From an optimization exercise on the open Yosys and OpenROAD flow, aimed at small area, a short achievable clock period and few clock cycles per item; shortcuts taken in it are not production practice.
At most, simulation tests tie the RTL to the original design; equivalence was not proved.
With no activity given, the tool overestimates toggling in this design, so its power and IR-drop figures are unreliable.

==> trial 8 <==
// vrc_dec
module vrc_dec (
    input  wire        clk,
    input  wire        rst,
    input  wire        in_valid,
    output wire        in_ready,
    input  wire [31:0] in_data,
    input  wire [15:0] in_len,
    output reg         px_valid,
    output reg  [2:0]  px_count,
    output reg  [31:0] px_data,
    output reg         done,
    output reg  [2:0]  done_cause
);
export LEC_CHECK = 0
export CAP_MARGIN = 35
export CELL_PAD_IN_SITES_DETAIL_PLACEMENT = 1
export CELL_PAD_IN_SITES_GLOBAL_PLACEMENT = 2
export CORE_MARGIN = 2
export CORE_UTILIZATION = 40
export PLACE_DENSITY = 0.55
export SLEW_MARGIN = 35
export SYNTH_MEMORY_MAX_BITS = 65536
create_clock -name core_clock -period 22.0 [get_ports {clk}]
standard.sh (not shown) runs the stock make flow with config.mk's settings and CLKGATE_MAP_FILE= SYNTH_SCRIPT=/design/flow/synth_recipe.tcl, a recipe that flattens the netlist after the stock synthesis.
==> flow/flow/run.sh <==
#!/bin/bash
# The standard layout, with its timing repair aimed at a setup margin: the clock
# period and constraints stay the design's; repair_timing is asked to leave
# this much slack, so it keeps improving paths the 22 ns clock alone would not
# make it touch. The full make output goes to standard.log; ORFS keeps each
# step's own log under orfs/logs.
set -euo pipefail
bash standard.sh SETUP_SLACK_MARGIN=14 finish > standard.log 2>&1
==> inputs of build 52, as changes to trial 8 <==
--- a/flow/design.v
+++ b/flow/design.v
@@ -156,36 +156,40 @@
     reg  [7:0]  wb_m;
     reg  [13:0] wb_A;                
     reg  [5:0]  wb_N;
     wire [13:0] wb_sum  = wb_A + {6'd0, wb_m};
     wire        wb_half = (wb_N == 6'd63);
     wire [13:0] new_A   = wb_half ? {1'b0, wb_sum[13:1]} : wb_sum;
     wire [5:0]  new_N   = wb_half ? 6'd32 : wb_N + 6'd1;
-    wire [2:0]  new_k   = kfun(new_A, new_N);
+    wire [2:0]  new_k   = wb_half ? kfun({1'b0, wb_sum[13:1]}, 6'd32) : kfun(wb_sum, wb_N + 6'd1);
     function used_ctx;
         input integer i;
         used_ctx = !((i >= 1 && i <= 7) || i == 15);
     endfunction
-    wire [22:0] cwr = clr_ctx ? {14'd4, 6'd1, 3'd2} : {new_A, new_N, new_k};
     wire [64*4-1:0]  kflat;          
     wire [64*20-1:0] aflat;          
     genvar gi;
     generate
         for (gi = 0; gi < 64; gi = gi + 1) begin : ctxs
             if (used_ctx(gi)) begin : u
+                reg        v;
                 reg [2:0]  k;
                 reg [19:0] an;
                 always @(posedge clk) begin
-                    if (clr_ctx || (wb_v && wb_ctx == gi)) begin
-                        an <= cwr[22:3];
-                        k  <= cwr[2:0];
+                    if (wb_v && wb_ctx == gi) begin
+                        an <= {new_A, new_N};
+                        k  <= new_k;
                     end
+                    if (clr_ctx)
+                        v <= 1'b0;
+                    else if (wb_v && wb_ctx == gi)
+                        v <= 1'b1;
                 end
-                assign kflat[gi*4 +: 4]   = {1'b1, k};
-                assign aflat[gi*20 +: 20] = an;
+                assign kflat[gi*4 +: 4]   = {v, k};
+                assign aflat[gi*20 +: 20] = v ? an : {14'd4, 6'd1};
             end else begin : n
                 assign kflat[gi*4 +: 4]   = 4'd0;
                 assign aflat[gi*20 +: 20] = 20'd0;
             end
         end
     endgenerate
     function [19:0] anent;
@@ -329,30 +333,32 @@
     wire [3:0] km3_32 = ctx[3] ? km2_40 : km2_32;
     wire [3:0] km3_48 = ctx[3] ? km2_56 : km2_48;
     wire [3:0] km4_0 = ctx[4] ? km3_16 : km3_0;
     wire [3:0] km4_32 = ctx[4] ? km3_48 : km3_32;
     wire [3:0] km5_0 = ctx[5] ? km4_32 : km4_0;
     wire [3:0] crd = km5_0;
     wire        hit   = wb_v && (wb_ctx == ctx);
-    wire [2:0]  k_eff = hit ? new_k : crd[2:0];
+    wire [2:0]  k_eff = hit ? new_k : (crd[3] ? crd[2:0] : 3'd2);
     wire [13:0] A_eff = hit ? new_A : an_rd[19:6];
     wire [5:0]  N_eff = hit ? new_N : an_rd[5:0];
     reg  [7:0] m_k   [0:7];
     reg  [7:0] pix_k [0:7];
     reg        ovf_k [0:7];
+    reg        fit_k [0:7];
     reg  [7:0] e_t;
     reg  [15:0] mf;
     integer kk;
     always @(*) begin
         for (kk = 0; kk < 8; kk = kk + 1) begin
             mf = ({11'd0, q} << kk) | ({9'd0, T7} >> (7 - kk));
             m_k[kk]   = mf[7:0];
             ovf_k[kk] = (mf > 16'd255);
             e_t       = mf[0] ? ~({1'b0, mf[7:1]}) : {1'b0, mf[7:1]};
             pix_k[kk] = pred + e_t;
+            fit_k[kk] = ({2'b00, q} + 7'd1 + kk[6:0]) <= avail;
         end
     end
     wire [7:0] e_esc  = esc_pix - pred;
     wire [7:0] m_esc  = e_esc[7] ? ~(e_esc << 1) : (e_esc << 1);
     wire [7:0] koh = 8'd1 << k_eff;
     reg  [7:0] pix_sel, m_sel;
     integer si;
@@ -382,15 +388,15 @@
     wire is_fill = (mode == 2'd2);
     wire in_dec  = (st == S_DEC) && !s1_bad;
     wire in_run  = (st == S_RUN);
     wire        do_run  = in_dec && is_vrc && run_mode;
     wire        do_reg  = in_dec && is_vrc && !run_mode;
     wire        esc_fit  = (avail >= 7'd33);
     wire        fast_fit = q_esc ? esc_fit : ({2'b00, q} + 7'd8 <= avail);
-    wire        slow_fit = q_esc ? esc_fit : ({2'b00, q} + 7'd1 + {4'd0, k_hold} <= avail);
+    wire        slow_fit = q_esc ? esc_fit : fit_k[k_hold];
     wire        reg_fit  = retry ? slow_fit : fast_fit;
     wire        reg_mv   = do_reg && reg_fit && !marker;
     wire        reg_fail = do_reg && ((marker && esc_fit) || (reg_fit && reg_ovf) ||
                                       (retry && !slow_fit && body_done));
     wire        run_fit  = (run_len <= avail);
     wire        pre_ok   = do_run && resc_pre && run_fit && !marker;
     wire        run_ok   = do_run && !resc_pre && run_fit;
--- a/flow/config.mk
+++ b/flow/config.mk
@@ -6,10 +6,11 @@
 export NUM_CORES = 4
 export LEC_CHECK = 0
 export CAP_MARGIN = 35
 export CELL_PAD_IN_SITES_DETAIL_PLACEMENT = 1
 export CELL_PAD_IN_SITES_GLOBAL_PLACEMENT = 2
 export CORE_MARGIN = 2
 export CORE_UTILIZATION = 40
+export CTS_BUF_LIST = sky130_fd_sc_hd__clkbuf_2 sky130_fd_sc_hd__clkbuf_4 sky130_fd_sc_hd__clkbuf_8
 export PLACE_DENSITY = 0.55
 export SLEW_MARGIN = 35
 export SYNTH_MEMORY_MAX_BITS = 65536
==> inputs of trial 17, as changes to trial 8 <==
--- a/flow/design.v
+++ b/flow/design.v
@@ -156,36 +156,40 @@
     reg  [7:0]  wb_m;
     reg  [13:0] wb_A;                
     reg  [5:0]  wb_N;
     wire [13:0] wb_sum  = wb_A + {6'd0, wb_m};
     wire        wb_half = (wb_N == 6'd63);
     wire [13:0] new_A   = wb_half ? {1'b0, wb_sum[13:1]} : wb_sum;
     wire [5:0]  new_N   = wb_half ? 6'd32 : wb_N + 6'd1;
-    wire [2:0]  new_k   = kfun(new_A, new_N);
+    wire [2:0]  new_k   = wb_half ? kfun({1'b0, wb_sum[13:1]}, 6'd32) : kfun(wb_sum, wb_N + 6'd1);
     function used_ctx;
         input integer i;
         used_ctx = !((i >= 1 && i <= 7) || i == 15);
     endfunction
-    wire [22:0] cwr = clr_ctx ? {14'd4, 6'd1, 3'd2} : {new_A, new_N, new_k};
     wire [64*4-1:0]  kflat;          
     wire [64*20-1:0] aflat;          
     genvar gi;
     generate
         for (gi = 0; gi < 64; gi = gi + 1) begin : ctxs
             if (used_ctx(gi)) begin : u
+                reg        v;
                 reg [2:0]  k;
                 reg [19:0] an;
                 always @(posedge clk) begin
-                    if (clr_ctx || (wb_v && wb_ctx == gi)) begin
-                        an <= cwr[22:3];
-                        k  <= cwr[2:0];
+                    if (wb_v && wb_ctx == gi) begin
+                        an <= {new_A, new_N};
+                        k  <= new_k;
                     end
+                    if (clr_ctx)
+                        v <= 1'b0;
+                    else if (wb_v && wb_ctx == gi)
+                        v <= 1'b1;
                 end
-                assign kflat[gi*4 +: 4]   = {1'b1, k};
-                assign aflat[gi*20 +: 20] = an;
+                assign kflat[gi*4 +: 4]   = {v, k};
+                assign aflat[gi*20 +: 20] = v ? an : {14'd4, 6'd1};
             end else begin : n
                 assign kflat[gi*4 +: 4]   = 4'd0;
                 assign aflat[gi*20 +: 20] = 20'd0;
             end
         end
     endgenerate
     function [19:0] anent;
@@ -329,30 +333,32 @@
     wire [3:0] km3_32 = ctx[3] ? km2_40 : km2_32;
     wire [3:0] km3_48 = ctx[3] ? km2_56 : km2_48;
     wire [3:0] km4_0 = ctx[4] ? km3_16 : km3_0;
     wire [3:0] km4_32 = ctx[4] ? km3_48 : km3_32;
     wire [3:0] km5_0 = ctx[5] ? km4_32 : km4_0;
     wire [3:0] crd = km5_0;
     wire        hit   = wb_v && (wb_ctx == ctx);
-    wire [2:0]  k_eff = hit ? new_k : crd[2:0];
+    wire [2:0]  k_eff = hit ? new_k : (crd[3] ? crd[2:0] : 3'd2);
     wire [13:0] A_eff = hit ? new_A : an_rd[19:6];
     wire [5:0]  N_eff = hit ? new_N : an_rd[5:0];
     reg  [7:0] m_k   [0:7];
     reg  [7:0] pix_k [0:7];
     reg        ovf_k [0:7];
+    reg        fit_k [0:7];
     reg  [7:0] e_t;
     reg  [15:0] mf;
     integer kk;
     always @(*) begin
         for (kk = 0; kk < 8; kk = kk + 1) begin
             mf = ({11'd0, q} << kk) | ({9'd0, T7} >> (7 - kk));
             m_k[kk]   = mf[7:0];
             ovf_k[kk] = (mf > 16'd255);
             e_t       = mf[0] ? ~({1'b0, mf[7:1]}) : {1'b0, mf[7:1]};
             pix_k[kk] = pred + e_t;
+            fit_k[kk] = ({2'b00, q} + 7'd1 + kk[6:0]) <= avail;
         end
     end
     wire [7:0] e_esc  = esc_pix - pred;
     wire [7:0] m_esc  = e_esc[7] ? ~(e_esc << 1) : (e_esc << 1);
     wire [7:0] koh = 8'd1 << k_eff;
     reg  [7:0] pix_sel, m_sel;
     integer si;
@@ -368,58 +374,54 @@
     wire [7:0] reg_m   = q_esc ? m_esc : m_sel;
     wire [6:0] reg_len = q_esc ? 7'd33 : {2'b00, q} + 7'd1 + {4'd0, k_eff};
     wire       reg_ovf = !q_esc && ovf_k[k_eff];
     wire        resc_pre = q_esc && !resc;
     wire [15:0] r_len   = resc ? W[40:25] : (({11'd0, q} << kr) | ({9'd0, T7} >> (3'd7 - kr)));
     wire [6:0]  run_len = resc ? 7'd16 : resc_pre ? 7'd25 : {2'b00, q} + 7'd1 + {4'd0, kr};
     wire        run_bad = (r_len > {10'd0, ppl_x});
-    wire [5:0]  r6      = r_len[5:0];
-    wire [2:0]  run_s   = (r6 >= 6'd4) ? 3'd4 : r6[2:0];
+    wire [2:0]  run_s   = (r_len >= 16'd4) ? 3'd4 : r_len[2:0];
     wire [2:0]  chunk4  = (ppl_x >= 6'd4) ? 3'd4 : ppl_x[2:0];
     wire [2:0]  left_s  = (run_left >= 6'd4) ? 3'd4 : run_left[2:0];
     wire [6:0]  raw_len = {1'b0, chunk4, 3'b000};
     wire is_vrc  = (mode == 2'd0);
     wire is_raw  = (mode == 2'd1);
     wire is_fill = (mode == 2'd2);
     wire in_dec  = (st == S_DEC) && !s1_bad;
     wire in_run  = (st == S_RUN);
     wire        do_run  = in_dec && is_vrc && run_mode;
     wire        do_reg  = in_dec && is_vrc && !run_mode;
     wire        esc_fit  = (avail >= 7'd33);
     wire        fast_fit = q_esc ? esc_fit : ({2'b00, q} + 7'd8 <= avail);
-    wire        slow_fit = q_esc ? esc_fit : ({2'b00, q} + 7'd1 + {4'd0, k_hold} <= avail);
+    wire        slow_fit = q_esc ? esc_fit : fit_k[k_hold];
     wire        reg_fit  = retry ? slow_fit : fast_fit;
     wire        reg_mv   = do_reg && reg_fit && !marker;
     wire        reg_fail = do_reg && ((marker && esc_fit) || (reg_fit && reg_ovf) ||
                                       (retry && !slow_fit && body_done));
     wire        run_fit  = (run_len <= avail);
     wire        pre_ok   = do_run && resc_pre && run_fit && !marker;
-    wire        run_ok   = do_run && !resc_pre && run_fit;
+    wire        run_ok   = do_run && !resc_pre && run_fit && !run_bad;
     wire        run_fail = do_run && (run_fit ? (resc_pre ? marker : run_bad) : body_done);
     wire        raw_fit  = (raw_len <= avail);
     wire        raw_ok   = in_dec && is_raw && raw_fit;
     wire        raw_fail = in_dec && is_raw && !raw_fit && body_done;
     wire        fill_ok  = in_dec && is_fill;
     wire        dec_fail = reg_fail || run_fail || raw_fail;
-    wire        le_run  = (r6 == ppl_x) && (r6 <= 6'd4);
+    wire        le_run  = (r_len == {10'd0, ppl_x}) && (r_len <= 16'd4);
     wire        le_left = (run_left <= 6'd4) && (run_left == ppl_x);
     wire        le_blk  = (ppl_x <= 6'd4);
     wire        run_mv  = (run_ok && run_s != 3'd0) || in_run;
     wire [2:0]  rs      = in_run ? left_s : run_s;       
     wire        blk_mv  = raw_ok || fill_ok;
     reg  [2:0]  s;             
     always @(*) begin
         if (run_mv)       s = rs;
         else if (blk_mv)  s = chunk4;
         else              s = {2'b00, reg_mv};
     end
     wire        moved    = reg_mv || run_mv || blk_mv;
-    wire [5:0]  x_p1 = x + 6'd1, x_p2 = x + 6'd2, x_p3 = x + 6'd3, x_p4 = x + 6'd4;
-    wire [5:0]  x_adv = (x_p1 & {6{s == 3'd1}}) | (x_p2 & {6{s == 3'd2}}) |
-                        (x_p3 & {6{s == 3'd3}}) | (x_p4 & {6{s == 3'd4}});
     wire        line_end = reg_mv ? x_last : in_run ? le_left : run_ok ? le_run : le_blk;
     wire        last_line = (y + 7'd1 == {1'b0, lines});
     wire        resc_go = do_run && resc && run_fit;
     wire        runq_go = do_run && !resc && run_fit;           
     reg  [5:0]  a1;
     always @(*) begin
         if (resc_go)                 a1 = 6'd16;
@@ -651,16 +653,16 @@
                 ptr   <= 6'd0;
             end else begin
                 avail <= av_nx;
                 ptr   <= pt_nx;
             end
             if (do_reg) retry <= !reg_mv;
             if (moved) begin
-                x <= line_end ? 6'd0 : x_adv;
-                if (run_mv) run_left <= (in_run ? run_left : r6) - {3'd0, rs};
+                x <= line_end ? 6'd0 : x + {3'd0, s};
+                if (run_mv) run_left <= (in_run ? run_left : r_len[5:0]) - {3'd0, rs};
                 if (line_end) begin
                     y        <= y + 7'd1;
                     ends_run <= 1'b0;
                     nb  <= (x == 6'd0) ? wval : lb0;
                     na  <= (x == 6'd0) ? wval : lb0;
                     nd  <= (ppl == 6'd1) ? ((x == 6'd0) ? wval : lb0) :
                            ((x <= 6'd1) ? wval : lb1);
@@ -686,17 +688,17 @@
                     {g_db, g_bc, s1} <= nxs;
                 end
             end
             if (reg_mv) ends_run <= 1'b0;
             if (pre_ok) resc <= 1'b1;
             if (run_ok) begin
                 resc <= 1'b0;
-                if ({2'b00, r6} >= ({5'd0, 3'd2} << kr))
+                if (r_len >= ({13'd0, 3'd2} << kr))
                     kr <= (kr == 3'd7) ? 3'd7 : kr + 3'd1;
-                else if (kr != 3'd0 && {2'b00, r6} < (8'd1 << (kr - 3'd1)))
+                else if (kr != 3'd0 && r_len < (16'd1 << (kr - 3'd1)))
                     kr <= kr - 3'd1;
                 if (!line_end) ends_run <= 1'b1;
             end
             case (st)
                 S_HDR: begin
                     if (wgo && w_hdr && w_hi == 2'd3) begin
                         x        <= 6'd0;
@@ -726,15 +728,15 @@
                     end
                 end
                 S_DEC: begin
                     if (dec_fail) begin
                         st <= S_FAIL; cause <= 3'd2;
                     end else if (line_end && moved && last_line) begin
                         st <= S_END;
-                    end else if (run_ok && r6 > 6'd4) begin
+                    end else if (run_ok && r_len > 16'd4) begin
                         st <= S_RUN;
                     end
                 end
                 S_RUN: begin
                     if (line_end && last_line) st <= S_END;
                     else if (run_left <= 6'd4) st <= S_DEC;
                 end
==> comparison table <==
Count of plain and timing-repair buffers in the layout: trial 8 741; trial 17 867; build 52 754
Critical R2R Capture: trial 8 s1[6]; trial 17 W[16]; build 52 lbf[91]
Maximum fanout count along the critical path: trial 8 8; trial 17 8; build 52 55
Die area: trial 8 300000 um^2; trial 17 310000 um^2; build 52 308000 um^2
DR top layer: trial 8 met4; trial 17 met5; build 52 met5
Antenna violations before repair: trial 8 28; trial 17 18; build 52 24
Post-Route Skew: trial 8 0.136 ns; trial 17 0.108 ns; build 52 0.158 ns
Sequential fraction of total cell area: trial 8 41.7%; trial 17 40.7%; build 52 41.4%
Detailed Place HPWL: trial 8 331 mm; trial 17 366 mm; build 52 352 mm
Outcome: trial 8 timing/DRC/antenna clean; trial 17 timing/DRC/antenna clean; build 52 timing/DRC/antenna clean
Synthesized-area fraction occupied by ao, oa, aoi and oai cells: trial 8 13.7%; trial 17 18.6%; build 52 19.3%
Count of inverters not on the clock network in the layout: trial 8 398; trial 17 402; build 52 404
Cell with the largest stage delay on the worst path: trial 8 sky130_fd_sc_hd__edfxtp_1; trial 17 sky130_fd_sc_hd__fa_2; build 52 sky130_fd_sc_hd__fa_1
Area used by sequential logic in the layout: trial 8 58000 um^2; trial 17 59200 um^2; build 52 59200 um^2
Synthesized net count: trial 8 10900; trial 17 11900; build 52 11800
Avg Synthesized Cell Area: trial 8 11.6 um^2; trial 17 10.9 um^2; build 52 11.0 um^2
Clock root cell: trial 8 sky130_fd_sc_hd__clkbuf_16; trial 17 sky130_fd_sc_hd__clkbuf_16; build 52 sky130_fd_sc_hd__clkbuf_8
Overall global routing resource usage: trial 8 31.2%; trial 17 32.8%; build 52 32.0%
Global routing usage on met1: trial 8 44.5%; trial 17 46.3%; build 52 42.9%
Endpoint of the most critical setup path: trial 8 s1[6]; trial 17 W[16]; build 52 lbf[91]
Max_slew headroom: trial 8 29.0%; trial 17 32.5%; build 52 26.7%
Number of sequential cells in the layout: trial 8 1985; trial 17 2044; build 52 2042
Fraction of layout cells with a size suffix above 1: trial 8 19.4%; trial 17 18.9%; build 52 19.0%
Proportion of synthesized chip area in sequential cells: trial 8 49.0%; trial 17 48.4%; build 52 48.7%
Testbench counts of build 52, summed over its fixed seeds: cycles 208,470, pixels 318,010.
Testbench counts of trial 17, summed over its fixed seeds: cycles 208,470, pixels 318,010.
Only the layout flow was run in trial 8; the RTL was not checked for function there.

-- port drivers added, routing unchanged --
Ports are ideal in the flow. The routed layouts listed here were re-timed in OpenROAD. Step 1 sets driving cells, clkbuf_16 on the clock port and buf_2 on the other inputs (assumed; they add their load-dependent delay and slew). Step 2 adds t to the input delays and takes it off the output delays; t is the mean of the earliest and latest rising clock arrival at the registers after step 1. Input paths then give back, and output paths get back, about the clock's delay inside the block. Three values: no drivers, after step 1, after step 2; two values: the first two.
run | t, ns | setup slack, ns | worst setup path after step 2
trial 8 | 0.993 | 14.046 / 14.019 / 14.046 | register to register
build 52 | 1.143 | 14.043 / 14.032 / 14.043 | register to register
trial 17 | 1.016 | 13.579 / 13.579 / 13.579 | register to register
After both steps every run listed still meets setup and hold.
